Source: an optimization exercise on an open RTL-to-GDS flow (aim: small area, a short achievable clock period and few clock cycles per item). Production flows keep margins and buffers that such runs may drop.
In this exercise RTL edits were held to simulation tests only and were not proved equivalent to the original.

==> flow/design.v, too long to show whole: its modules and the start of the top module <==
// module rs_cw_syndrome: 443 lines
// module rs_cw_decode: 263 lines
// module rs_line_decoder: 186 lines
module rs_line_decoder (
  input  wire         clk,
  input  wire         rst,
  input  wire         in_valid,
  output wire         in_ready,
  input  wire [575:0] in_beats,
  input  wire         in_mark_en,
  input  wire [4:0]   in_mark_pos,
  output reg          out_valid,
  output reg  [511:0] out_data,
  output reg          out_ce,
  output reg          out_ue,
  output reg          out_writeback,
  output reg          out_erasure,
  output reg          out_pos_valid,
  output reg  [4:0]   out_pos,
  output reg  [3:0]   out_symbols
);
  // ...
==> flow/run.sh <==
#!/bin/bash
# synth_recipe.tcl (not shown) runs the flow's synth.tcl, then flattens the netlist and writes it again
# the make line also repeats each setting of config.mk as NAME=value (left out here)
make -C /OpenROAD-flow-scripts/flow DESIGN_CONFIG=/design/flow/config.mk WORK_HOME=/design/flow/orfs CLKGATE_MAP_FILE= SYNTH_SCRIPT=/design/flow/synth_recipe.tcl finish
==> flow/config.mk <==
export PLATFORM = sky130hd
export DESIGN_NAME = rs_line_decoder
export DESIGN_NICKNAME = rs_line_decoder
export VERILOG_FILES = /design/flow/design.v
export SDC_FILE = /design/flow/constraint.sdc
export NUM_CORES = 4
export LEC_CHECK = 0
export CAP_MARGIN = 20
export CORE_MARGIN = 2
export CORE_UTILIZATION = 20
export PLACE_DENSITY = 0.32
export SLEW_MARGIN = 20
==> flow/constraint.sdc <==
create_clock -name core_clock -period 55.0 [get_ports {clk}]
set_input_delay 11.0000 -clock core_clock [delete_from_list [all_inputs] [get_ports {clk}]]
set_output_delay 11.0000 -clock core_clock [all_outputs]
set_load 0.01 [all_outputs]
==> impl_metrics.yaml, run 1 <==
outcome:
  outcome: "no timing/DRC/antenna violations"
hold_path:
  hp-class: "flip-flop to flip-flop"
setup_path:
  crit_end: "out_data[249]"
  cp_max_fo: 70
  critPathLaunchType: "flip-flop"
  crit_required_ns: 55.67
  cp.depth: 70
logic_synthesis:
  synthMuxAreaShare: 0.0234
  ys_seq_elements: 1129
  synthAdderAreaFrac: 0.00730
  synth_compound_area_frac: 0.141
drt:
  vias: 101000
  top_layer_used: "met5"
timing:
  rsz0062_at_grt: "false"
  fmax_mhz: 33.1
  slew_violations: 0
global_routing:
  grt.overflow.total: 0
  grt_pass1_vias: 97600
  grtUsageMet1: 0.339
cells_and_area:
  final_cell_area_mm2: 0.135
  seq_cell_count: 1129
  stdcell_count: 20500
place:
  post-place-ws_ns: 25.19
  placed_area_mm2: 0.130
cts:
  cts_tree: "built"
  clockBufferDepth: 4
Testbench counts, summed over its fixed seeds: cycles 2,416, items 2,400.
==> module rs_cw_decode, before the edit <==
module rs_cw_decode (
  input  wire [31:0] synd,       
  input  wire        mark_en,
  input  wire [7:0]  zm,         
  input  wire [7:0]  zm2,        
  input  wire [7:0]  zm3,        
  input  wire [17:0] mdev,       
  output wire        ok,         
  output wire [17:0] dsel,       
  output wire [7:0]  e1,         
  output wire [7:0]  e2,         
  output wire [35:0] fsel,       
  output wire [7:0]  fval,       
  output wire        fv,         
  output wire [4:0]  fdev,       
  output wire [4:0]  dev,        
  output wire [1:0]  nsym        
);
  function automatic [7:0] gf_mul(input [7:0] a, input [7:0] b);
    reg [7:0] p;
    reg [7:0] aa;
    integer i;
    begin
      p  = 8'h00;
      aa = a;
      for (i = 0; i < 8; i = i + 1) begin
        if (b[i]) p = p ^ aa;
        aa = aa[7] ? ({aa[6:0], 1'b0} ^ 8'h1D) : {aa[6:0], 1'b0};
      end
      gf_mul = p;
    end
  endfunction
  function automatic [3:0] g4_mul(input [3:0] a, input [3:0] b);
    reg [3:0] p;
    reg [3:0] aa;
    integer i;
    begin
      p  = 4'h0;
      aa = a;
      for (i = 0; i < 4; i = i + 1) begin
        if (b[i]) p = p ^ aa;
        aa = aa[3] ? ({aa[2:0], 1'b0} ^ 4'h3) : {aa[2:0], 1'b0};
      end
      g4_mul = p;
    end
  endfunction
  function automatic [3:0] g4_inv(input [3:0] a);
    begin
      case (a)
        4'd1: g4_inv = 4'd1;
        4'd2: g4_inv = 4'd9;
        4'd3: g4_inv = 4'd14;
        4'd4: g4_inv = 4'd13;
        4'd5: g4_inv = 4'd11;
        4'd6: g4_inv = 4'd7;
        4'd7: g4_inv = 4'd6;
        4'd8: g4_inv = 4'd15;
        4'd9: g4_inv = 4'd2;
        4'd10: g4_inv = 4'd12;
        4'd11: g4_inv = 4'd5;
        4'd12: g4_inv = 4'd10;
        4'd13: g4_inv = 4'd4;
        4'd14: g4_inv = 4'd3;
        4'd15: g4_inv = 4'd8;
        default: g4_inv = 4'h0;
      endcase
    end
  endfunction
  function automatic [7:0] gf_inv(input [7:0] a);
    reg [7:0] t;
    reg [3:0] d, di;
    begin
      t  = to_tw(a);
      d  = g4_lam_sq(t[7:4]) ^ g4_mul(t[7:4], t[3:0]) ^ g4_sq(t[3:0]);
      di = g4_inv(d);
      gf_inv = from_tw({g4_mul(t[7:4], di), g4_mul(t[7:4] ^ t[3:0], di)});
    end
  endfunction
  function automatic [7:0] to_tw(input [7:0] a);
    begin
      to_tw[0] = a[0] ^ a[1] ^ a[2] ^ a[3] ^ a[4] ^ a[6] ^ a[7];
      to_tw[1] = a[2] ^ a[3] ^ a[6] ^ a[7];
      to_tw[2] = a[2] ^ a[4] ^ a[6];
      to_tw[3] = a[3] ^ a[4] ^ a[5] ^ a[6];
      to_tw[4] = a[4] ^ a[7];
      to_tw[5] = a[1] ^ a[3] ^ a[4];
      to_tw[6] = a[2] ^ a[5] ^ a[6];
      to_tw[7] = a[5];
    end
  endfunction
  function automatic [7:0] from_tw(input [7:0] a);
    begin
      from_tw[0] = a[0] ^ a[2] ^ a[4] ^ a[5];
      from_tw[1] = a[1] ^ a[4] ^ a[5] ^ a[6] ^ a[7];
      from_tw[2] = a[1] ^ a[3] ^ a[4] ^ a[7];
      from_tw[3] = a[1] ^ a[2] ^ a[4];
      from_tw[4] = a[2] ^ a[6] ^ a[7];
      from_tw[5] = a[7];
      from_tw[6] = a[1] ^ a[3] ^ a[4] ^ a[6];
      from_tw[7] = a[2] ^ a[4] ^ a[6] ^ a[7];
    end
  endfunction
  function automatic [3:0] g4_sq(input [3:0] a);
    begin
      g4_sq[0] = a[0] ^ a[2];
      g4_sq[1] = a[2];
      g4_sq[2] = a[1] ^ a[3];
      g4_sq[3] = a[3];
    end
  endfunction
  function automatic [3:0] g4_lam_sq(input [3:0] a);
    begin
      g4_lam_sq[0] = a[2];
      g4_lam_sq[1] = a[1] ^ a[2] ^ a[3];
      g4_lam_sq[2] = a[1];
      g4_lam_sq[3] = a[0] ^ a[2] ^ a[3];
    end
  endfunction
  function automatic [7:0] gf_sq(input [7:0] a);
    begin
      gf_sq[0] = a[0] ^ a[4] ^ a[6] ^ a[7];
      gf_sq[1] = a[7];
      gf_sq[2] = a[1] ^ a[4] ^ a[5] ^ a[6];
      gf_sq[3] = a[4] ^ a[6];
      gf_sq[4] = a[2] ^ a[4] ^ a[5] ^ a[7];
      gf_sq[5] = a[5];
      gf_sq[6] = a[3] ^ a[5] ^ a[6];
      gf_sq[7] = a[6];
    end
  endfunction
  wire [7:0] s0 = synd[7:0];
  wire [7:0] s1 = synd[15:8];
  wire [7:0] s2 = synd[23:16];
  wire [7:0] s3 = synd[31:24];
  wire clean = (synd == 32'h0);
  wire [7:0] q;
  wire [7:0] m1 = gf_mul(s1, mark_en ? zm  : s2);
  wire [7:0] m2 = gf_mul(s2, mark_en ? zm2 : s0);
  wire [7:0] m3 = gf_mul(s3, mark_en ? zm3 : s1);
  wire [7:0] t0  = gf_mul(s0, 8'h02) ^ gf_mul(m1, 8'h03) ^ m2;
  wire [7:0] t1  = gf_mul(m1, 8'h02) ^ gf_mul(m2, 8'h03) ^ m3;
  wire [7:0] u1  = t1 ^ gf_mul(t0, 8'h02);
  wire [7:0] u2  = t1 ^ t0;
  wire [7:0] w   = gf_mul(gf_sq(t0), 8'hF4);
  wire [7:0] iu1 = gf_inv(u1);
  wire [7:0] iu2 = gf_inv(u2);
  wire [7:0] m4 = gf_mul(mark_en ? w : s0, mark_en ? iu1 : s3);
  wire [7:0] d  = gf_sq(s1) ^ m2;
  wire [7:0] n1 = m1 ^ m4;
  wire [7:0] n2 = gf_sq(s2) ^ m3;
  wire [7:0] m6 = gf_mul(mark_en ? t0 : n2, mark_en ? zm : d);
  wire       dz = (d == 8'h00);
  wire [7:0] den = mark_en ? t1 : (dz ? s1 : n1);
  wire [7:0] num = mark_en ? m6 : (dz ? s0 : d);
  assign q = gf_mul(num, gf_inv(den));
  wire [7:0] m5 = gf_mul(mark_en ? w : s1, mark_en ? iu2 : q);
  wire [35:0] ssel;
  wire [17:0] dsel2;
  assign ssel[0] = (q == 8'hAC);
  assign ssel[1] = (q == 8'h45);
  assign ssel[2] = (q == 8'h8A);
  assign ssel[3] = (q == 8'h09);
  assign ssel[4] = (q == 8'h12);
  assign ssel[5] = (q == 8'h24);
  assign ssel[6] = (q == 8'h48);
  assign ssel[7] = (q == 8'h90);
  assign ssel[8] = (q == 8'h3D);
  assign ssel[9] = (q == 8'h7A);
  assign ssel[10] = (q == 8'hF4);
  assign ssel[11] = (q == 8'hF5);
  assign ssel[12] = (q == 8'hF7);
  assign ssel[13] = (q == 8'hF3);
  assign ssel[14] = (q == 8'hFB);
  assign ssel[15] = (q == 8'hEB);
  assign ssel[16] = (q == 8'hCB);
  assign ssel[17] = (q == 8'h8B);
  assign ssel[18] = (q == 8'h0B);
  assign ssel[19] = (q == 8'h16);
  assign ssel[20] = (q == 8'h2C);
  assign ssel[21] = (q == 8'h58);
  assign ssel[22] = (q == 8'hB0);
  assign ssel[23] = (q == 8'h7D);
  assign ssel[24] = (q == 8'hFA);
  assign ssel[25] = (q == 8'hE9);
  assign ssel[26] = (q == 8'hCF);
  assign ssel[27] = (q == 8'h83);
  assign ssel[28] = (q == 8'h1B);
  assign ssel[29] = (q == 8'h36);
  assign ssel[30] = (q == 8'h6C);
  assign ssel[31] = (q == 8'hD8);
  assign ssel[32] = (q == 8'hAD);
  assign ssel[33] = (q == 8'h47);
  assign ssel[34] = (q == 8'h8E);
  assign ssel[35] = (q == 8'h01);
  assign dsel2[0] = (q == 8'hC8);
  assign dsel2[1] = (q == 8'h07);
  assign dsel2[2] = (q == 8'h1C);
  assign dsel2[3] = (q == 8'h70);
  assign dsel2[4] = (q == 8'hDD);
  assign dsel2[5] = (q == 8'h53);
  assign dsel2[6] = (q == 8'h51);
  assign dsel2[7] = (q == 8'h59);
  assign dsel2[8] = (q == 8'h79);
  assign dsel2[9] = (q == 8'hF9);
  assign dsel2[10] = (q == 8'hC3);
  assign dsel2[11] = (q == 8'h2B);
  assign dsel2[12] = (q == 8'hAC);
  assign dsel2[13] = (q == 8'h8A);
  assign dsel2[14] = (q == 8'h12);
  assign dsel2[15] = (q == 8'h48);
  assign dsel2[16] = (q == 8'h3D);
  assign dsel2[17] = (q == 8'hF4);
  wire       check2 = (gf_mul(gf_sq(n1), 8'h02) == gf_mul(m6, 8'h05));
  wire       n1z    = (n1 == 8'h00);
  wire [7:0] e1n2   = m5 ^ gf_mul(s0, 8'hF4);
  wire [7:0] e2n2   = s0 ^ e1n2;
  wire       s_even = |(ssel & 36'h555555555);
  wire       s_odd  = |(ssel & 36'hAAAAAAAAA);
  wire [17:0] dsel1;
  genvar k;
  generate
    for (k = 0; k < 18; k = k + 1) begin : g_d1
      assign dsel1[k] = ssel[2 * k] | ssel[2 * k + 1];
    end
  endgenerate
  wire        ok_n   = clean | (!dz && (|dsel2) && check2) | (dz && (|ssel) && n1z);
  wire [17:0] dsel_n = dz ? dsel1 : dsel2;
  wire [7:0]  e1n    = dz ? (s_even ? s0 : 8'h00) : e1n2;
  wire [7:0]  e2n    = dz ? (s_odd  ? s0 : 8'h00) : e2n2;
  wire [1:0]  nsym_n = (ok_n && !clean) ? (dz ? 2'd1 : 2'd2) : 2'd0;
  wire [7:0]  ea0 = gf_mul(m1 ^ s0, 8'hF4);
  wire [7:0]  e1m = ea0 ^ m4;
  wire [7:0]  e2m = s0 ^ ea0 ^ m5;
  wire        t0nz = (t0 != 8'h00);
  wire        t1nz = (t1 != 8'h00);
  wire [35:0] fselm;
  generate
    for (k = 0; k < 36; k = k + 1) begin : g_fm
      assign fselm[k] = ssel[k] & !mdev[k / 2];
    end
  endgenerate
  wire        fvalid = t0nz && t1nz && (|fselm);
  wire        ok_m   = (!t0nz && !t1nz) || fvalid;
  wire [1:0]  nsym_m = {1'b0, e1m != 8'h00} + {1'b0, e2m != 8'h00} + {1'b0, fvalid};
  assign ok   = mark_en ? ok_m : ok_n;
  assign dsel = mark_en ? mdev : dsel_n;
  assign e1   = mark_en ? e1m : e1n;
  assign e2   = mark_en ? e2m : e2n;
  assign fsel = (mark_en && t0nz && t1nz) ? fselm : 36'h0;
  assign fval = s0 ^ e1m ^ e2m;
  assign fv   = mark_en && fvalid;
  assign nsym = mark_en ? nsym_m : nsym_n;
  assign dev[0] = dsel_n[1] | dsel_n[3] | dsel_n[5] | dsel_n[7] | dsel_n[9] | dsel_n[11] | dsel_n[13] | dsel_n[15] | dsel_n[17];
  assign dev[1] = dsel_n[2] | dsel_n[3] | dsel_n[6] | dsel_n[7] | dsel_n[10] | dsel_n[11] | dsel_n[14] | dsel_n[15];
  assign dev[2] = dsel_n[4] | dsel_n[5] | dsel_n[6] | dsel_n[7] | dsel_n[12] | dsel_n[13] | dsel_n[14] | dsel_n[15];
  assign dev[3] = dsel_n[8] | dsel_n[9] | dsel_n[10] | dsel_n[11] | dsel_n[12] | dsel_n[13] | dsel_n[14] | dsel_n[15];
  assign dev[4] = dsel_n[16] | dsel_n[17];
  assign fdev[0] = fselm[2] | fselm[3] | fselm[6] | fselm[7] | fselm[10] | fselm[11] | fselm[14] | fselm[15] | fselm[18] | fselm[19] | fselm[22] | fselm[23] | fselm[26] | fselm[27] | fselm[30] | fselm[31] | fselm[34] | fselm[35];
  assign fdev[1] = fselm[4] | fselm[5] | fselm[6] | fselm[7] | fselm[12] | fselm[13] | fselm[14] | fselm[15] | fselm[20] | fselm[21] | fselm[22] | fselm[23] | fselm[28] | fselm[29] | fselm[30] | fselm[31];
  assign fdev[2] = fselm[8] | fselm[9] | fselm[10] | fselm[11] | fselm[12] | fselm[13] | fselm[14] | fselm[15] | fselm[24] | fselm[25] | fselm[26] | fselm[27] | fselm[28] | fselm[29] | fselm[30] | fselm[31];
  assign fdev[3] = fselm[16] | fselm[17] | fselm[18] | fselm[19] | fselm[20] | fselm[21] | fselm[22] | fselm[23] | fselm[24] | fselm[25] | fselm[26] | fselm[27] | fselm[28] | fselm[29] | fselm[30] | fselm[31];
  assign fdev[4] = fselm[32] | fselm[33] | fselm[34] | fselm[35];
endmodule
==> module rs_line_decoder, before the edit <==
module rs_line_decoder (
  input  wire         clk,
  input  wire         rst,
  input  wire         in_valid,
  output wire         in_ready,
  input  wire [575:0] in_beats,
  input  wire         in_mark_en,
  input  wire [4:0]   in_mark_pos,
  output reg          out_valid,
  output reg  [511:0] out_data,
  output reg          out_ce,
  output reg          out_ue,
  output reg          out_writeback,
  output reg          out_erasure,
  output reg          out_pos_valid,
  output reg  [4:0]   out_pos,
  output reg  [3:0]   out_symbols
);
  assign in_ready = 1'b1;
  reg         a_valid;
  reg [575:0] a_beats;
  reg         a_mark_en;
  reg [4:0]   a_mark_pos;
  always @(posedge clk) begin
    if (rst) begin
      a_valid <= 1'b0;
    end else begin
      a_valid <= in_valid;
    end
    a_beats    <= in_beats;
    a_mark_en  <= in_mark_en;
    a_mark_pos <= in_mark_pos;
  end
  reg [287:0] a_cw0, a_cw1;
  integer k;
  always @* begin
    for (k = 0; k < 18; k = k + 1) begin
      a_cw0[16 * k +: 8]     = {a_beats[72 * 1 + 4 * k +: 4], a_beats[72 * 0 + 4 * k +: 4]};
      a_cw0[16 * k + 8 +: 8] = {a_beats[72 * 3 + 4 * k +: 4], a_beats[72 * 2 + 4 * k +: 4]};
      a_cw1[16 * k +: 8]     = {a_beats[72 * 5 + 4 * k +: 4], a_beats[72 * 4 + 4 * k +: 4]};
      a_cw1[16 * k + 8 +: 8] = {a_beats[72 * 7 + 4 * k +: 4], a_beats[72 * 6 + 4 * k +: 4]};
    end
  end
  wire [31:0] synd0, synd1;
  rs_cw_syndrome u_synd0 (.cw(a_cw0), .synd(synd0));
  rs_cw_syndrome u_synd1 (.cw(a_cw1), .synd(synd1));
  reg  [7:0]  zm, zm2, zm3;
  reg  [17:0] mdev;
  always @* begin
    case (a_mark_pos)
      5'd0: zm = 8'h45;
      5'd1: zm = 8'h09;
      5'd2: zm = 8'h24;
      5'd3: zm = 8'h90;
      5'd4: zm = 8'h7A;
      5'd5: zm = 8'hF5;
      5'd6: zm = 8'hF3;
      5'd7: zm = 8'hEB;
      5'd8: zm = 8'h8B;
      5'd9: zm = 8'h16;
      5'd10: zm = 8'h58;
      5'd11: zm = 8'h7D;
      5'd12: zm = 8'hE9;
      5'd13: zm = 8'h83;
      5'd14: zm = 8'h36;
      5'd15: zm = 8'hD8;
      5'd16: zm = 8'h47;
      5'd17: zm = 8'h01;
      default: zm = 8'h00;
    endcase
  end
  always @* begin
    case (a_mark_pos)
      5'd0: zm2 = 8'hDC;
      5'd1: zm2 = 8'h41;
      5'd2: zm2 = 8'h64;
      5'd3: zm2 = 8'h0E;
      5'd4: zm2 = 8'hE0;
      5'd5: zm2 = 8'hA6;
      5'd6: zm2 = 8'hB2;
      5'd7: zm2 = 8'hEF;
      5'd8: zm2 = 8'h56;
      5'd9: zm2 = 8'h09;
      5'd10: zm2 = 8'h90;
      5'd11: zm2 = 8'hF5;
      5'd12: zm2 = 8'hEB;
      5'd13: zm2 = 8'h16;
      5'd14: zm2 = 8'h7D;
      5'd15: zm2 = 8'h83;
      5'd16: zm2 = 8'hD8;
      5'd17: zm2 = 8'h01;
      default: zm2 = 8'h00;
    endcase
  end
  always @* begin
    case (a_mark_pos)
      5'd0: zm3 = 8'h92;
      5'd1: zm3 = 8'h73;
      5'd2: zm3 = 8'h91;
      5'd3: zm3 = 8'hB3;
      5'd4: zm3 = 8'hDB;
      5'd5: zm3 = 8'hC4;
      5'd6: zm3 = 8'h57;
      5'd7: zm3 = 8'h64;
      5'd8: zm3 = 8'h38;
      5'd9: zm3 = 8'hA6;
      5'd10: zm3 = 8'hF2;
      5'd11: zm3 = 8'h56;
      5'd12: zm3 = 8'h24;
      5'd13: zm3 = 8'hF5;
      5'd14: zm3 = 8'h8B;
      5'd15: zm3 = 8'h7D;
      5'd16: zm3 = 8'h36;
      5'd17: zm3 = 8'h01;
      default: zm3 = 8'h00;
    endcase
  end
  always @* begin
    for (k = 0; k < 18; k = k + 1)
      mdev[k] = (a_mark_pos == k[4:0]);
  end
  wire         c0_ok, c1_ok, c0_fv, c1_fv;
  wire [17:0]  c0_dsel, c1_dsel;
  wire [7:0]   c0_e1, c0_e2, c1_e1, c1_e2, c0_fval, c1_fval;
  wire [35:0]  c0_fsel, c1_fsel;
  wire [4:0]   c0_fdev, c1_fdev, c0_dev, c1_dev;
  wire [1:0]   c0_nsym, c1_nsym;
  rs_cw_decode u_dec0 (
    .synd(synd0), .mark_en(a_mark_en), .zm(zm), .zm2(zm2), .zm3(zm3), .mdev(mdev),
    .ok(c0_ok), .dsel(c0_dsel), .e1(c0_e1), .e2(c0_e2), .fsel(c0_fsel), .fval(c0_fval),
    .fv(c0_fv), .fdev(c0_fdev), .dev(c0_dev), .nsym(c0_nsym)
  );
  rs_cw_decode u_dec1 (
    .synd(synd1), .mark_en(a_mark_en), .zm(zm), .zm2(zm2), .zm3(zm3), .mdev(mdev),
    .ok(c1_ok), .dsel(c1_dsel), .e1(c1_e1), .e2(c1_e2), .fsel(c1_fsel), .fval(c1_fval),
    .fv(c1_fv), .fdev(c1_fdev), .dev(c1_dev), .nsym(c1_nsym)
  );
  reg         v_ue, v_ce, v_wb;
  reg [4:0]   v_pos;
  reg [3:0]   v_sym;
  reg [511:0] v_data;
  reg [7:0]   v_err0, v_err1;
  always @* begin
    if (a_mark_en)
      v_ue = !c0_ok || !c1_ok;
    else
      v_ue = !c0_ok || !c1_ok ||
             (c0_nsym != 2'd0 && c1_nsym != 2'd0 && (c0_dsel & c1_dsel) == 18'h0);
    v_sym = {2'b0, c0_nsym} + {2'b0, c1_nsym};
    v_ce  = !v_ue && v_sym != 4'd0;
    if (!v_ce) begin
      v_sym = 4'd0;
      v_pos = 5'd0;
      v_wb  = 1'b0;
    end else if (a_mark_en) begin
      v_pos = c0_fv ? c0_fdev : (c1_fv ? c1_fdev : a_mark_pos);
      v_wb  = c0_fv || c1_fv;
    end else begin
      v_pos = (c0_nsym != 2'd0) ? c0_dev : c1_dev;
      v_wb  = 1'b1;
    end
    for (k = 0; k < 32; k = k + 1) begin
      v_err0 = ({8{c0_dsel[k / 2] & !v_ue}} & ((k % 2) ? c0_e2 : c0_e1)) |
               ({8{c0_fsel[k] & !v_ue}} & c0_fval);
      v_err1 = ({8{c1_dsel[k / 2] & !v_ue}} & ((k % 2) ? c1_e2 : c1_e1)) |
               ({8{c1_fsel[k] & !v_ue}} & c1_fval);
      v_data[8 * k +: 8]       = a_cw0[8 * k +: 8] ^ v_err0;
      v_data[256 + 8 * k +: 8] = a_cw1[8 * k +: 8] ^ v_err1;
    end
  end
  always @(posedge clk) begin
    if (rst) begin
      out_valid <= 1'b0;
    end else begin
      out_valid <= a_valid;
    end
    out_data      <= v_data;
    out_ce        <= v_ce;
    out_ue        <= v_ue;
    out_writeback <= v_wb;
    out_erasure   <= a_mark_en;
    out_pos_valid <= v_ce;
    out_pos       <= v_pos;
    out_symbols   <= v_sym;
  end
endmodule
==> run 2: changes to the inputs <==
--- a/flow/design.v
+++ b/flow/design.v
@@ -444,2 +444,3 @@
 module rs_cw_decode (
+  input  wire        clk,
   input  wire [31:0] synd,       
@@ -449,3 +450,4 @@
   input  wire [7:0]  zm3,        
-  input  wire [17:0] mdev,       
+  input  wire        c_mark_en,
+  input  wire [17:0] c_mdev,     
   output wire        ok,         
@@ -577,4 +579,2 @@
   wire [7:0] s3 = synd[31:24];
-  wire clean = (synd == 32'h0);
-  wire [7:0] q;
   wire [7:0] m1 = gf_mul(s1, mark_en ? zm  : s2);
@@ -587,14 +587,30 @@
   wire [7:0] w   = gf_mul(gf_sq(t0), 8'hF4);
-  wire [7:0] iu1 = gf_inv(u1);
-  wire [7:0] iu2 = gf_inv(u2);
-  wire [7:0] m4 = gf_mul(mark_en ? w : s0, mark_en ? iu1 : s3);
-  wire [7:0] d  = gf_sq(s1) ^ m2;
-  wire [7:0] n1 = m1 ^ m4;
-  wire [7:0] n2 = gf_sq(s2) ^ m3;
-  wire [7:0] m6 = gf_mul(mark_en ? t0 : n2, mark_en ? zm : d);
-  wire       dz = (d == 8'h00);
+  wire [7:0] p03 = gf_mul(s0, s3);
+  wire [7:0] d   = gf_sq(s1) ^ m2;
+  wire [7:0] n1  = m1 ^ p03;
+  wire [7:0] n2  = gf_sq(s2) ^ m3;
+  wire [7:0] m6  = gf_mul(mark_en ? t0 : n2, mark_en ? zm : d);
+  wire       dz  = (d == 8'h00);
   wire [7:0] den = mark_en ? t1 : (dz ? s1 : n1);
   wire [7:0] num = mark_en ? m6 : (dz ? s0 : d);
-  assign q = gf_mul(num, gf_inv(den));
-  wire [7:0] m5 = gf_mul(mark_en ? w : s1, mark_en ? iu2 : q);
+  reg [7:0] b_num, b_iden, b_iu1, b_iu2, b_x, b_s0, b_ea0;
+  reg       b_clean, b_dz, b_n1z, b_check2, b_t0nz, b_t1nz;
+  always @(posedge clk) begin
+    b_num    <= num;
+    b_iden   <= gf_inv(den);
+    b_iu1    <= gf_inv(u1);
+    b_iu2    <= gf_inv(u2);
+    b_x      <= mark_en ? w : s1;
+    b_s0     <= s0;
+    b_ea0    <= gf_mul(m1 ^ s0, 8'hF4);
+    b_clean  <= (synd == 32'h0);
+    b_dz     <= dz;
+    b_n1z    <= (n1 == 8'h00);
+    b_check2 <= (gf_mul(gf_sq(n1), 8'h02) == gf_mul(m6, 8'h05));
+    b_t0nz   <= (t0 != 8'h00);
+    b_t1nz   <= (t1 != 8'h00);
+  end
+  wire [7:0] q  = gf_mul(b_num, b_iden);
+  wire [7:0] m4 = gf_mul(b_x, b_iu1);
+  wire [7:0] m5 = gf_mul(b_x, c_mark_en ? b_iu2 : q);
   wire [35:0] ssel;
@@ -655,6 +671,4 @@
   assign dsel2[17] = (q == 8'hF4);
-  wire       check2 = (gf_mul(gf_sq(n1), 8'h02) == gf_mul(m6, 8'h05));
-  wire       n1z    = (n1 == 8'h00);
-  wire [7:0] e1n2   = m5 ^ gf_mul(s0, 8'hF4);
-  wire [7:0] e2n2   = s0 ^ e1n2;
+  wire [7:0] e1n2   = m5 ^ gf_mul(b_s0, 8'hF4);
+  wire [7:0] e2n2   = b_s0 ^ e1n2;
   wire       s_even = |(ssel & 36'h555555555);
@@ -668,12 +682,9 @@
   endgenerate
-  wire        ok_n   = clean | (!dz && (|dsel2) && check2) | (dz && (|ssel) && n1z);
-  wire [17:0] dsel_n = dz ? dsel1 : dsel2;
-  wire [7:0]  e1n    = dz ? (s_even ? s0 : 8'h00) : e1n2;
-  wire [7:0]  e2n    = dz ? (s_odd  ? s0 : 8'h00) : e2n2;
-  wire [1:0]  nsym_n = (ok_n && !clean) ? (dz ? 2'd1 : 2'd2) : 2'd0;
-  wire [7:0]  ea0 = gf_mul(m1 ^ s0, 8'hF4);
-  wire [7:0]  e1m = ea0 ^ m4;
-  wire [7:0]  e2m = s0 ^ ea0 ^ m5;
-  wire        t0nz = (t0 != 8'h00);
-  wire        t1nz = (t1 != 8'h00);
+  wire        ok_n   = b_clean | (!b_dz && (|dsel2) && b_check2) | (b_dz && (|ssel) && b_n1z);
+  wire [17:0] dsel_n = b_dz ? dsel1 : dsel2;
+  wire [7:0]  e1n    = b_dz ? (s_even ? b_s0 : 8'h00) : e1n2;
+  wire [7:0]  e2n    = b_dz ? (s_odd  ? b_s0 : 8'h00) : e2n2;
+  wire [1:0]  nsym_n = (ok_n && !b_clean) ? (b_dz ? 2'd1 : 2'd2) : 2'd0;
+  wire [7:0]  e1m = b_ea0 ^ m4;
+  wire [7:0]  e2m = b_s0 ^ b_ea0 ^ m5;
   wire [35:0] fselm;
@@ -681,16 +692,16 @@
     for (k = 0; k < 36; k = k + 1) begin : g_fm
-      assign fselm[k] = ssel[k] & !mdev[k / 2];
+      assign fselm[k] = ssel[k] & !c_mdev[k / 2];
     end
   endgenerate
-  wire        fvalid = t0nz && t1nz && (|fselm);
-  wire        ok_m   = (!t0nz && !t1nz) || fvalid;
+  wire        fvalid = b_t0nz && b_t1nz && (|fselm);
+  wire        ok_m   = (!b_t0nz && !b_t1nz) || fvalid;
   wire [1:0]  nsym_m = {1'b0, e1m != 8'h00} + {1'b0, e2m != 8'h00} + {1'b0, fvalid};
-  assign ok   = mark_en ? ok_m : ok_n;
-  assign dsel = mark_en ? mdev : dsel_n;
-  assign e1   = mark_en ? e1m : e1n;
-  assign e2   = mark_en ? e2m : e2n;
-  assign fsel = (mark_en && t0nz && t1nz) ? fselm : 36'h0;
-  assign fval = s0 ^ e1m ^ e2m;
-  assign fv   = mark_en && fvalid;
-  assign nsym = mark_en ? nsym_m : nsym_n;
+  assign ok   = c_mark_en ? ok_m : ok_n;
+  assign dsel = c_mark_en ? c_mdev : dsel_n;
+  assign e1   = c_mark_en ? e1m : e1n;
+  assign e2   = c_mark_en ? e2m : e2n;
+  assign fsel = (c_mark_en && b_t0nz && b_t1nz) ? fselm : 36'h0;
+  assign fval = b_s0 ^ e1m ^ e2m;
+  assign fv   = c_mark_en && fvalid;
+  assign nsym = c_mark_en ? nsym_m : nsym_n;
   assign dev[0] = dsel_n[1] | dsel_n[3] | dsel_n[5] | dsel_n[7] | dsel_n[9] | dsel_n[11] | dsel_n[13] | dsel_n[15] | dsel_n[17];
@@ -749,9 +760,25 @@
   end
-  wire [31:0] synd0, synd1;
-  rs_cw_syndrome u_synd0 (.cw(a_cw0), .synd(synd0));
-  rs_cw_syndrome u_synd1 (.cw(a_cw1), .synd(synd1));
+  wire [31:0] a_synd0, a_synd1;
+  rs_cw_syndrome u_synd0 (.cw(a_cw0), .synd(a_synd0));
+  rs_cw_syndrome u_synd1 (.cw(a_cw1), .synd(a_synd1));
+  reg         b_valid;
+  reg [511:0] b_data;
+  reg [31:0]  b_synd0, b_synd1;
+  reg         b_mark_en;
+  reg [4:0]   b_mark_pos;
+  always @(posedge clk) begin
+    if (rst) begin
+      b_valid <= 1'b0;
+    end else begin
+      b_valid <= a_valid;
+    end
+    b_data     <= {a_cw1[255:0], a_cw0[255:0]};
+    b_synd0    <= a_synd0;
+    b_synd1    <= a_synd1;
+    b_mark_en  <= a_mark_en;
+    b_mark_pos <= a_mark_pos;
+  end
   reg  [7:0]  zm, zm2, zm3;
-  reg  [17:0] mdev;
   always @* begin
-    case (a_mark_pos)
+    case (b_mark_pos)
       5'd0: zm = 8'h45;
@@ -778,3 +805,3 @@
   always @* begin
-    case (a_mark_pos)
+    case (b_mark_pos)
       5'd0: zm2 = 8'hDC;
@@ -801,3 +828,3 @@
   always @* begin
-    case (a_mark_pos)
+    case (b_mark_pos)
       5'd0: zm3 = 8'h92;
@@ -823,5 +850,20 @@
   end
+  reg         c_valid;
+  reg [511:0] c_data;
+  reg         c_mark_en;
+  reg [4:0]   c_mark_pos;
+  always @(posedge clk) begin
+    if (rst) begin
+      c_valid <= 1'b0;
+    end else begin
+      c_valid <= b_valid;
+    end
+    c_data     <= b_data;
+    c_mark_en  <= b_mark_en;
+    c_mark_pos <= b_mark_pos;
+  end
+  reg  [17:0] c_mdev;
   always @* begin
     for (k = 0; k < 18; k = k + 1)
-      mdev[k] = (a_mark_pos == k[4:0]);
+      c_mdev[k] = (c_mark_pos == k[4:0]);
   end
@@ -834,3 +876,4 @@
   rs_cw_decode u_dec0 (
-    .synd(synd0), .mark_en(a_mark_en), .zm(zm), .zm2(zm2), .zm3(zm3), .mdev(mdev),
+    .clk(clk), .synd(b_synd0), .mark_en(b_mark_en), .zm(zm), .zm2(zm2), .zm3(zm3),
+    .c_mark_en(c_mark_en), .c_mdev(c_mdev),
     .ok(c0_ok), .dsel(c0_dsel), .e1(c0_e1), .e2(c0_e2), .fsel(c0_fsel), .fval(c0_fval),
@@ -839,3 +882,4 @@
   rs_cw_decode u_dec1 (
-    .synd(synd1), .mark_en(a_mark_en), .zm(zm), .zm2(zm2), .zm3(zm3), .mdev(mdev),
+    .clk(clk), .synd(b_synd1), .mark_en(b_mark_en), .zm(zm), .zm2(zm2), .zm3(zm3),
+    .c_mark_en(c_mark_en), .c_mdev(c_mdev),
     .ok(c1_ok), .dsel(c1_dsel), .e1(c1_e1), .e2(c1_e2), .fsel(c1_fsel), .fval(c1_fval),
@@ -849,3 +893,3 @@
   always @* begin
-    if (a_mark_en)
+    if (c_mark_en)
       v_ue = !c0_ok || !c1_ok;
@@ -860,4 +904,4 @@
       v_wb  = 1'b0;
-    end else if (a_mark_en) begin
-      v_pos = c0_fv ? c0_fdev : (c1_fv ? c1_fdev : a_mark_pos);
+    end else if (c_mark_en) begin
+      v_pos = c0_fv ? c0_fdev : (c1_fv ? c1_fdev : c_mark_pos);
       v_wb  = c0_fv || c1_fv;
@@ -872,4 +916,4 @@
                ({8{c1_fsel[k] & !v_ue}} & c1_fval);
-      v_data[8 * k +: 8]       = a_cw0[8 * k +: 8] ^ v_err0;
-      v_data[256 + 8 * k +: 8] = a_cw1[8 * k +: 8] ^ v_err1;
+      v_data[8 * k +: 8]       = c_data[8 * k +: 8] ^ v_err0;
+      v_data[256 + 8 * k +: 8] = c_data[256 + 8 * k +: 8] ^ v_err1;
     end
@@ -880,3 +924,3 @@
     end else begin
-      out_valid <= a_valid;
+      out_valid <= c_valid;
     end
@@ -886,3 +930,3 @@
     out_writeback <= v_wb;
-    out_erasure   <= a_mark_en;
+    out_erasure   <= c_mark_en;
     out_pos_valid <= v_ce;
--- a/flow/config.mk
+++ b/flow/config.mk
@@ -9,4 +9,4 @@
 export CORE_MARGIN = 2
-export CORE_UTILIZATION = 20
-export PLACE_DENSITY = 0.32
+export CORE_UTILIZATION = 40
+export PLACE_DENSITY = 0.5
 export SLEW_MARGIN = 20
==> impl_metrics.yaml, run 2 <==
logic_synthesis:
  synth_xor_area_frac: 0.386
  synth_compound_area_frac: 0.0850
  syn_area_per_cell_um2: 9.75
  synth-edff-count: 0
  yosys_warnings: 2
  synth_seq_area_share: 0.385
  synth_ff_type: "dfxtp_1"
  yosysUniqueCellTypes: 123
  async_reset_ff_frac: 0
  synth_top_area_cell: "dfxtp_1"
  ys_seq_elements: 2355
  ys_top_cells_by_area: "dfxtp_1 (39%), xnor2_1 (26%), xor2_1 (7.4%)"
  synth_top_area_share: 0.385
  syn_inst: 12600
  yosys.area_share.simple: 0.0886
  synthAdderAreaFrac: 0.00544
  synth_nets: 13200
  synthMuxAreaShare: 0.0205
  synth_common_cells: "xnor2_1 (3674), dfxtp_1 (2355), xor2_1 (1040), nand2_1 (907), nor2_1 (850)"
  synth_top_family_by_area: "XOR/XNOR gates"
  syn_area_mm2: 0.122
  yosysMostFrequentCell: "xnor2_1"
cells_and_area:
  drive_gt1_frac: 0.0784
  largest_register: "a_beats"
  fin_nets: 14200
  final_common_cell: "xnor2_1"
  largest_register_ffs: 576
  final_cell_mix: "xnor2_1 (3659), dfxtp_1 (2352), clkdlybuf4s50_1 (1110), xor2_1 (1031), nand2_1 (907)"
  area_delta_synth_final_pct: 21.1
cts:
  ctsHoldBuffers: 0
  cts_tree: "built"
  cts_buffers: 263
  cts_max_level: 5
  cts_root_buf: "clkbuf_16"
  clock_latency_ns: 0.90
  clock-sinks: 2355
  clockBufferDepth: 4
  clk_pin_slew_ns: 0.07
  cts_setup_buffers: 0
  cts_resized: 0
setup_path:
  cp_max_fo: 1
  r2r-start: "b_mark_en"
  crit_family: "buffers and inverters"
  r2r_setup_slack_ns: 43.90
  worstSetupStartpoint: "out_data[420]"
  critPathMaxStageDelay_ns: 0.56
  crit_path_top_delay_cell: "clkdlybuf4s50_1"
  r2r_cells: 25
  end_kind: "primary output"
  critPathLaunchType: "flip-flop"
  crit_required_ns: 44.00
  crit_chain: "clkdlybuf4s50_1"
  critPathBufInv: 1
  worstSetupPathType: "flip-flop to primary output"
  cp.depth: 1
  arrival_ns: 1.79
global_routing:
  grt.overflow.total: 0
  grt_antenna_before_repair: 162
  grt_pass1_vias: 95500
  grt_max_degree: 64
  grt_first_pass_wirelength_mm: 833
  grt_use_total: 0.393
drt:
  wire_per_inst_um: 35.3
  finalWirelength_mm: 633
  vias: 100000
  vias_per_cell: 5.58
  dr.first_iter.drc_count: 13400
  dr.pass1.iters: 6
  ant_nets: 0
  post-route-drc-count: 0
timing:
  worst_pin_slew_ns: 1.28
  hold_violations: 0
  finalCriticalPeriod_ns: 12.79
  rsz0062_at_grt: "false"
  skew_ns: 0.0666
  setup_tns_ns: 0
  setup_violations: 0
  slew_headroom: 0.143
  fin_ws_ns: 42.21
  fmax_mhz: 78.2
  period_share: 0.233
  slew_violations: 0
run:
  max-cap-violations: 0
place:
  post-place-ws_ns: 43.12
  gp_congestion: 1.10
  io_buffers: 1110
  dpl.hpwl_mm: 503
hold_path:
  hold-path-cell-count: 0
  hp-class: "flip-flop to flip-flop"
  hp-start: "b_data[334]"
floorplanning:
  core_mm2: 0.305
  rows: 203
  dieArea_mm2: 0.310
  dieHeight_um: 557
  ios: 1113
  die_x_um: 557
  start_util: 0.401
outcome:
  outcome: "no timing/DRC/antenna violations"
-- run 2: changes by cell type after synthesis, moves of 64 or more --
cell,change
xnor3_1,-330
buf_2,-243
nor2_1,-384
o22a_1,-98
xor2_1,-101
xnor2_1,+878
a21oi_1,-186
a22oi_1,+174
o221ai_1,-115
mux2i_1,-64
dfxtp_1,+1226
nand2_1,+246
o21ai_0,-123
-- run 2: final timing paths --
kind	endpoint
max	out_data[420]
min	c_data[334]
min reg2reg	c_data[334]
max reg2reg	u_dec1.b_iden[1]
-- run 2: cell type report --
type                       count  area [µm²]
tap                         4100        5130
sequential                  2355       47200
inverter                     172         646
fill                       28400      157000
clock buffer                 362        7560
antenna                      100         250
clock inverter               108        1510
multi-input combinational   9296       72200
timing repair buffer        1457       13700
-- run 2: metal layers --
layer / track usage / wire length [µm] / vias up
met5: 0 / 390 / -
met4: 0.211 / 39000 / 56
met3: 0.0900 / 60200 / 1407
met2: 0.605 / 277000 / 6250
met1: 0.508 / 256000 / 49300
li1: - / - / 43100
-- run 2: kinds of logic after synthesis --
| group | after synthesis |
|---|---|
| other | 2 |
| XOR/XNOR | 4987 |
| buffers and inverters | 903 |
| adder cells (fa/ha/maj) | 52 |
| multiplexers | 220 |
| flip-flops | 2355 |
| AO/OA/AOI/OAI | 1560 |
| AND/OR/NAND/NOR | 2475 |
-- run 2: per-stage QoR --
step	cell area, µm²	hold WS (ns)	cells	util
after detailed placement	139000	0.312	17400	0.455
after global placement	139000	0.310	17400	0.455
after global routing	148000	0.274	17900	0.486
after CTS	148000	0.267	17800	0.485
final	148000	0.275	18000	0.486
after floorplan	122000	0.310	12600	-
Testbench counts of run 2, summed over its fixed seeds: cycles 2,432, items 2,400.
==> run 3: changes to the inputs <==
==> flow/flow/run.sh (new file) <==
#!/bin/bash
# Layout flow: the standard ORFS flow (standard.sh) with two changes:
#  - synthesis maps the logic with flow/abc_map.script (ABC &dch/&nf mapping,
#    then buffering and sizing) in place of ORFS's abc_speed.script;
#  - the port buffers are sky130_fd_sc_hd__buf_1.
# Everything else (floorplan, power grid, tap cells, placement, CTS, routing)
# is the standard flow, run with ORFS's own scripts.
set -euo pipefail
W=$(pwd)
rm -rf "$W/orfs_scripts"
cp -r "$FLOW_HOME/scripts" "$W/orfs_scripts"
cp "$W/flow/abc_map.script" "$W/orfs_scripts/abc_speed.script"
sed -e "s|^make -C |make SCRIPTS_DIR=$W/orfs_scripts 'BUFFER_PORTS_ARGS=-buffer_cell sky130_fd_sc_hd__buf_1' -C |" \
  "$W/standard.sh" > "$W/flow_std.sh"
grep -q "SCRIPTS_DIR=$W/orfs_scripts" "$W/flow_std.sh"
bash "$W/flow_std.sh" > "$W/flow_std.log" 2>&1
==> flow/flow/abc_map.script (new file) <==
strash
&get -n
&st
&dch
&nf
&put
buffer -c
topo
stime -c
upsize -c
dnsize -c
==> flow/standard.sh (new file) <==
#!/bin/bash
# synth_recipe.tcl (not shown) runs the flow's synth.tcl, then flattens the netlist and writes it again
# the make line also repeats each setting of config.mk as NAME=value (left out here)
make -C /OpenROAD-flow-scripts/flow DESIGN_CONFIG=/design/flow/config.mk WORK_HOME=/design/flow/orfs CLKGATE_MAP_FILE= SYNTH_SCRIPT=/design/flow/synth_recipe.tcl "${@:-finish}"
removed: flow/run.sh
==> impl_metrics.yaml, run 3 <==
cts:
  clk_pin_slew_ns: 0.07
  cts_resized: 0
  cts_tree: "built"
  cts_max_level: 4
  cts_buffers: 239
  clock-sinks: 2355
  ctsHoldBuffers: 0
  cts_root_buf: "clkbuf_16"
  clock_latency_ns: 0.98
  clockBufferDepth: 4
  cts_setup_buffers: 0
global_routing:
  grt_max_degree: 112
  grt.overflow.total: 0
  grt_pass1_vias: 88100
  grt_use_total: 0.359
  grt_first_pass_wirelength_mm: 743
  grt_antenna_before_repair: 130
timing:
  finalCriticalPeriod_ns: 12.47
  skew_ns: 0.136
  worst_pin_slew_ns: 1.28
  setup_violations: 0
  slew_violations: 0
  period_share: 0.227
  hold-worst-slack_ns: 0.238
  fmax_mhz: 80.2
  setup_tns_ns: 0
  slew_headroom: 0.145
  hold_violations: 0
  fin_ws_ns: 42.53
  rsz0062_at_grt: "false"
drt:
  dr.first_iter.drc_count: 10400
  wire_per_inst_um: 32.6
  ant_nets: 0
  finalWirelength_mm: 556
  vias_per_cell: 5.29
  dr.pass1.iters: 6
  vias: 90200
  post-route-drc-count: 0
run:
  max-cap-violations: 0
cells_and_area:
  area_delta_synth_final_pct: 15.8
  stdcell_count: 17100
  fillCellCount: 28000
  drive_gt1_frac: 0.0670
  largest_register: "a_beats"
  final_cell_area_mm2: 0.136
  largest_register_ffs: 576
  fin_nets: 13500
  multiInputGateArea_mm2: 0.0689
  seq_area_mm2: 0.0472
  final_cell_mix: "xnor2_1 (3338), dfxtp_1 (2351), xor2_1 (1668), buf_1 (1110), nand2_1 (933)"
  final_common_cell: "xnor2_1"
logic_synthesis:
  ys_top_cells_by_area: "dfxtp_1 (40%), xnor2_1 (25%), xor2_1 (13%)"
  synth_common_cells: "xnor2_1 (3358), dfxtp_1 (2355), xor2_1 (1678), nand2_1 (933), nor2_1 (814)"
  synth-edff-count: 0
  synth_nets: 12400
  async_reset_ff_frac: 0
  synth_top_area_share: 0.402
  yosys_warnings: 2
  syn_inst: 11700
  synth_seq_area_share: 0.402
  syn_area_per_cell_um2: 10.0
  yosysMostFrequentCell: "xnor2_1"
  syn_area_mm2: 0.117
  yosysUniqueCellTypes: 106
  synth_top_area_cell: "dfxtp_1"
  synth_ff_type: "dfxtp_1"
  ys_seq_elements: 2355
hold_path:
  hp-class: "flip-flop to flip-flop"
setup_path:
  crit_chain: "buf_1"
  arrival_ns: 1.47
  end_kind: "primary output"
  crit_required_ns: 44.00
  critPathBufInv: 1
  critPathMaxStageDelay_ns: 0.35
  crit_family: "flip-flops"
  worstSetupPathType: "flip-flop to primary output"
  cp_max_fo: 1
  critPathLaunchType: "flip-flop"
  crit_path_top_delay_cell: "dfxtp_1"
place:
  io_buffers: 1110
  gp_congestion: 1.04
  dp.cells: 16500
  placed_area_mm2: 0.127
  post-place-ws_ns: 43.51
  dpl.hpwl_mm: 447
outcome:
  outcome: "no timing/DRC/antenna violations"
floorplanning:
  start_util: 0.403
  core_mm2: 0.292
  rows: 198
  ios: 1113
  die_x_um: 546
  dieArea_mm2: 0.298
  dieHeight_um: 546
-- run 3: changes by cell type in the layout (fill, tap and decap cells not counted), moves of 172 or more --
cell             before   now
buf_1                 0  1110
clkdlybuf4s50_1    1110     0
xor2_1             1031  1668
a22oi_1             363    14
xnor2_1            3659  3338
o22ai_1             223   395
-- run 3: area by class of cell --
class                   instances  area share
flip-flops and latches       2355       0.347
repair buffers               1332      0.0430
clock inverters               127      0.0140
well taps                    3900      0.0359
diodes                         73     0.00134
clock buffers                 320      0.0501
inverters                      77     0.00213
multi-input cells            8884       0.507
-- run 3: worst paths after layout --
kind                start          endpoint  slack [ns]  cells past startpoint
max reg2reg     b_mark_en  u_dec0.b_iden[1]       43.74                     28
min reg2reg   b_data[104]       c_data[104]        0.24                      0
max          out_data[38]      out_data[38]       42.53                      1
min           b_data[104]       c_data[104]        0.24                      0
-- run 3: kinds of logic (layout without fill, tap and decap cells) --
| kind of cell | count (synthesis) | in the layout | share of synthesized area |
|---|---|---|---|
| compound gates | 1089 | 1089 | 0.0580 |
| xor+xnor | 5284 | 5284 | 0.422 |
| fa+ha+maj | 49 | 49 | 0.00541 |
| buf+inv | 484 | 1856 | 0.0167 |
| flops | 2355 | 2355 | 0.402 |
| mux | 85 | 85 | 0.00785 |
| other cells | 2 | 75 | 0.0000640 |
| simple gates | 2375 | 2375 | 0.0886 |
-- run 3: stage by stage --
stage | utilization
6_report | 0.466
2_1_floorplan | -
5_1_grt | 0.466
3_5_place_dp | 0.436
3_3_place_gp | 0.436
4_1_cts | 0.466
-- run 3: routing by layer --
metal,share of wire,track usage,up-vias
met1,0.43,0.481,44200
met5,0.00055,0,-
met3,0.077,0.0585,1095
met2,0.45,0.564,4658
met4,0.050,0.162,46
li1,-,-,40200
==> run 4: changes to the inputs <==
==> flow/flow/run.sh (replaced) <==
#!/bin/bash
# Layout flow: the standard ORFS flow (standard.sh) with these changes:
#  - synthesis maps the logic with flow/abc_map.script (ABC &dch/&nf mapping,
#    then buffering and sizing) in place of ORFS's abc_speed.script;
#  - the port buffers are sky130_fd_sc_hd__buf_1;
#  - clock tree synthesis uses clkbuf_8 buffers and inserts no dummy loads.
# Everything else (floorplan, power grid, tap cells, placement, CTS, routing)
# is the standard flow, run with ORFS's own scripts.
set -euo pipefail
W=$(pwd)
rm -rf "$W/orfs_scripts"
cp -r "$FLOW_HOME/scripts" "$W/orfs_scripts"
cp "$W/flow/abc_map.script" "$W/orfs_scripts/abc_speed.script"
sed -e "s|^make -C |make SCRIPTS_DIR=$W/orfs_scripts 'BUFFER_PORTS_ARGS=-buffer_cell sky130_fd_sc_hd__buf_1' 'CTS_ARGS=-sink_clustering_enable -repair_clock_nets -dont_use_dummy_load -buf_list sky130_fd_sc_hd__clkbuf_8' -C |" \
  "$W/standard.sh" > "$W/flow_std.sh"
grep -q "SCRIPTS_DIR=$W/orfs_scripts" "$W/flow_std.sh"
bash "$W/flow_std.sh" > "$W/flow_std.log" 2>&1
==> impl_metrics.yaml, run 4 <==
logic_synthesis:
  ys_top_cells_by_area: "dfxtp_1 (40%), xnor2_1 (25%), xor2_1 (13%)"
  yosysUniqueCellTypes: 106
  synth_nets: 12400
  ys_seq_elements: 2355
  synth_top_area_share: 0.402
  synth_xor_area_frac: 0.422
  syn_inst: 11700
  syn_area_mm2: 0.117
  yosys_warnings: 2
  synth_ff_type: "dfxtp_1"
  synth_top_area_cell: "dfxtp_1"
  yosys.area_share.simple: 0.0886
  synthAdderAreaFrac: 0.00541
  synth_common_cells: "xnor2_1 (3358), dfxtp_1 (2355), xor2_1 (1678), nand2_1 (933), nor2_1 (814)"
  synthMuxAreaShare: 0.00785
  syn_area_per_cell_um2: 10.0
  synth-edff-count: 0
  yosysMostFrequentCell: "xnor2_1"
  synth_top_family_by_area: "XOR/XNOR gates"
  synth_seq_area_share: 0.402
  synth_compound_area_frac: 0.0580
  async_reset_ff_frac: 0
setup_path:
  r2r-start: "b_mark_en"
  crit_chain: "buf_1"
  crit_required_ns: 44.00
  critPathLaunchType: "flip-flop"
  crit_family: "flip-flops"
  arrival_ns: 1.61
  critPathMaxStageDelay_ns: 0.35
  worstSetupStartpoint: "out_data[38]"
  end_kind: "primary output"
  cp_max_fo: 1
  critPathBufInv: 1
  crit_path_top_delay_cell: "dfxtp_1"
  worstSetupPathType: "flip-flop to primary output"
global_routing:
  grt.overflow.total: 0
  grt_max_degree: 112
  grt_pass1_vias: 88600
  grt_use_total: 0.359
  grt_first_pass_wirelength_mm: 745
  grt_antenna_before_repair: 134
cells_and_area:
  fillCellCount: 28300
  fin_nets: 13700
  final_common_cell: "xnor2_1"
  largest_register_ffs: 576
  multiInputGateArea_mm2: 0.0689
  drive_gt1_frac: 0.0644
  largest_register: "a_beats"
  area_delta_synth_final_pct: 12.9
  final_cell_mix: "xnor2_1 (3338), dfxtp_1 (2351), xor2_1 (1668), buf_1 (1110), nand2_1 (933)"
  seq_area_mm2: 0.0472
place:
  dpl.hpwl_mm: 447
  post-place-ws_ns: 43.51
  io_buffers: 1110
  gp_congestion: 1.04
timing:
  fmax_mhz: 79.3
  finalCriticalPeriod_ns: 12.61
  slew_headroom: 0.120
  rsz0062_at_grt: "false"
  worst_pin_slew_ns: 1.31
  fin_ws_ns: 42.39
  setup_tns_ns: 0
  period_share: 0.229
  hold_violations: 0
  setup_violations: 0
  slew_violations: 0
  skew_ns: 0.182
drt:
  post-route-drc-count: 0
  routed-wl-met3_mm: 42.9
  vias: 90800
  dr.pass1.iters: 6
  top_layer_used: "met5"
  wl_met2_mm: 252
  dr.first_iter.drc_count: 10400
  finalWirelength_mm: 557
  vias_per_cell: 5.34
  ant_nets: 0
  wire_per_inst_um: 32.7
  met1Wirelength_mm: 237
hold_path:
  hp-class: "flip-flop to flip-flop"
  hp-start: "b_data[277]"
cts:
  cts_max_level: 5
  cts_setup_buffers: 0
  cts_tree: "built"
  ctsHoldBuffers: 0
  clockBufferDepth: 4
  cts_root_buf: "clkbuf_8"
  clock_latency_ns: 1.10
  cts_buffers: 380
  cts_resized: 0
  clk_pin_slew_ns: 0.07
  clock-sinks: 2355
floorplanning:
  start_util: 0.403
  rows: 198
  dieArea_mm2: 0.298
  core_mm2: 0.292
  ios: 1113
  dieHeight_um: 546
  die_x_um: 546
run:
  max-cap-violations: 0
outcome:
  outcome: "no timing/DRC/antenna violations"
## run 4: final cells by class
| cell class | instances | area share |
|---|---|---|
| antenna | 81 | 0.00153 |
| sequential | 2355 | 0.356 |
| timing repair buffer | 1333 | 0.0442 |
| tap | 3900 | 0.0368 |
| clock buffer | 380 | 0.0395 |
| inverter | 77 | 0.00218 |
| multi-input combinational | 8884 | 0.520 |
## run 4: worst reg2reg max path: cells and delay by family (launching register included)
kind,cells,cell delay [ns]
xor gates and xnor gates,12,4.30
and+or+nand+nor,5,1.91
buffers and inverters,4,1.72
muxes,3,1.21
AOI/OAI and AO/OA,2,0.75
DFF,1,0.69
adders and majority gates,2,0.58
## run 4: path summary, 6_finish.rpt
path / end / slack (ns) / cells after the start
setup / recovery: out_data[38] / 42.39 / 1
hold / removal: c_data[277] / 0.25 / 0
setup reg to reg: u_dec0.b_iden[1] / 43.73 / 28
hold reg to reg: c_data[277] / 0.25 / 0
## run 4: per-layer routing
| layer | up-vias | GRT usage |
|---|---|---|
| met5 | - | 0 |
| met4 | 42 | 0.150 |
| met3 | 1064 | 0.0590 |
| met2 | 4798 | 0.569 |
| met1 | 44700 | 0.483 |
| li1 | 40300 | - |
## run 4: cell families after synthesis
group	after synthesis
XOR/XNOR	5284
flip-flops	2355
multiplexers	85
adder cells (fa/ha/maj)	49
buffers and inverters	484
other	2
AO/OA/AOI/OAI	1089
AND/OR/NAND/NOR	2375
## run 4: per-stage QoR
stage | cells | hold WS (ns) | area, µm² | util
after floorplan | 11700 | 0.310 | 117000 | -
after global placement | 16500 | 0.310 | 127000 | 0.436
after detailed placement | 16500 | 0.312 | 127000 | 0.436
after CTS | 16900 | 0.236 | 132000 | 0.454
after global routing | 17000 | 0.248 | 132000 | 0.454
final | 17000 | 0.247 | 133000 | 0.454

==> static timing again, ports no longer ideal <==
No port has a modelled driver above. Below, the same layouts with a new extraction and two added sets of constraints.
Step 1 assumes that a clkbuf_16 drives the clock port and a buf_2 every other input.
Step 2 also shifts input and output timing later by t, the mid clock arrival at the registers, as if the neighbouring blocks saw the same clock.
Slacks: no drivers / after step 1 / after step 2; pairs: no drivers / after step 1.
run	shift t [ns]	setup slack, ns	latest minus earliest clock arrival (ns)
run 1	0.988	24.793 / 24.793 / 24.793	0.073 / 0.073
run 2	0.982	42.208 / 42.097 / 43.079	0.074 / 0.075
run 3	1.030	42.527 / 42.412 / 43.443	0.138 / 0.137
run 4	1.103	42.395 / 42.291 / 43.394	0.196 / 0.196
After both steps setup and hold are still met in every run listed.
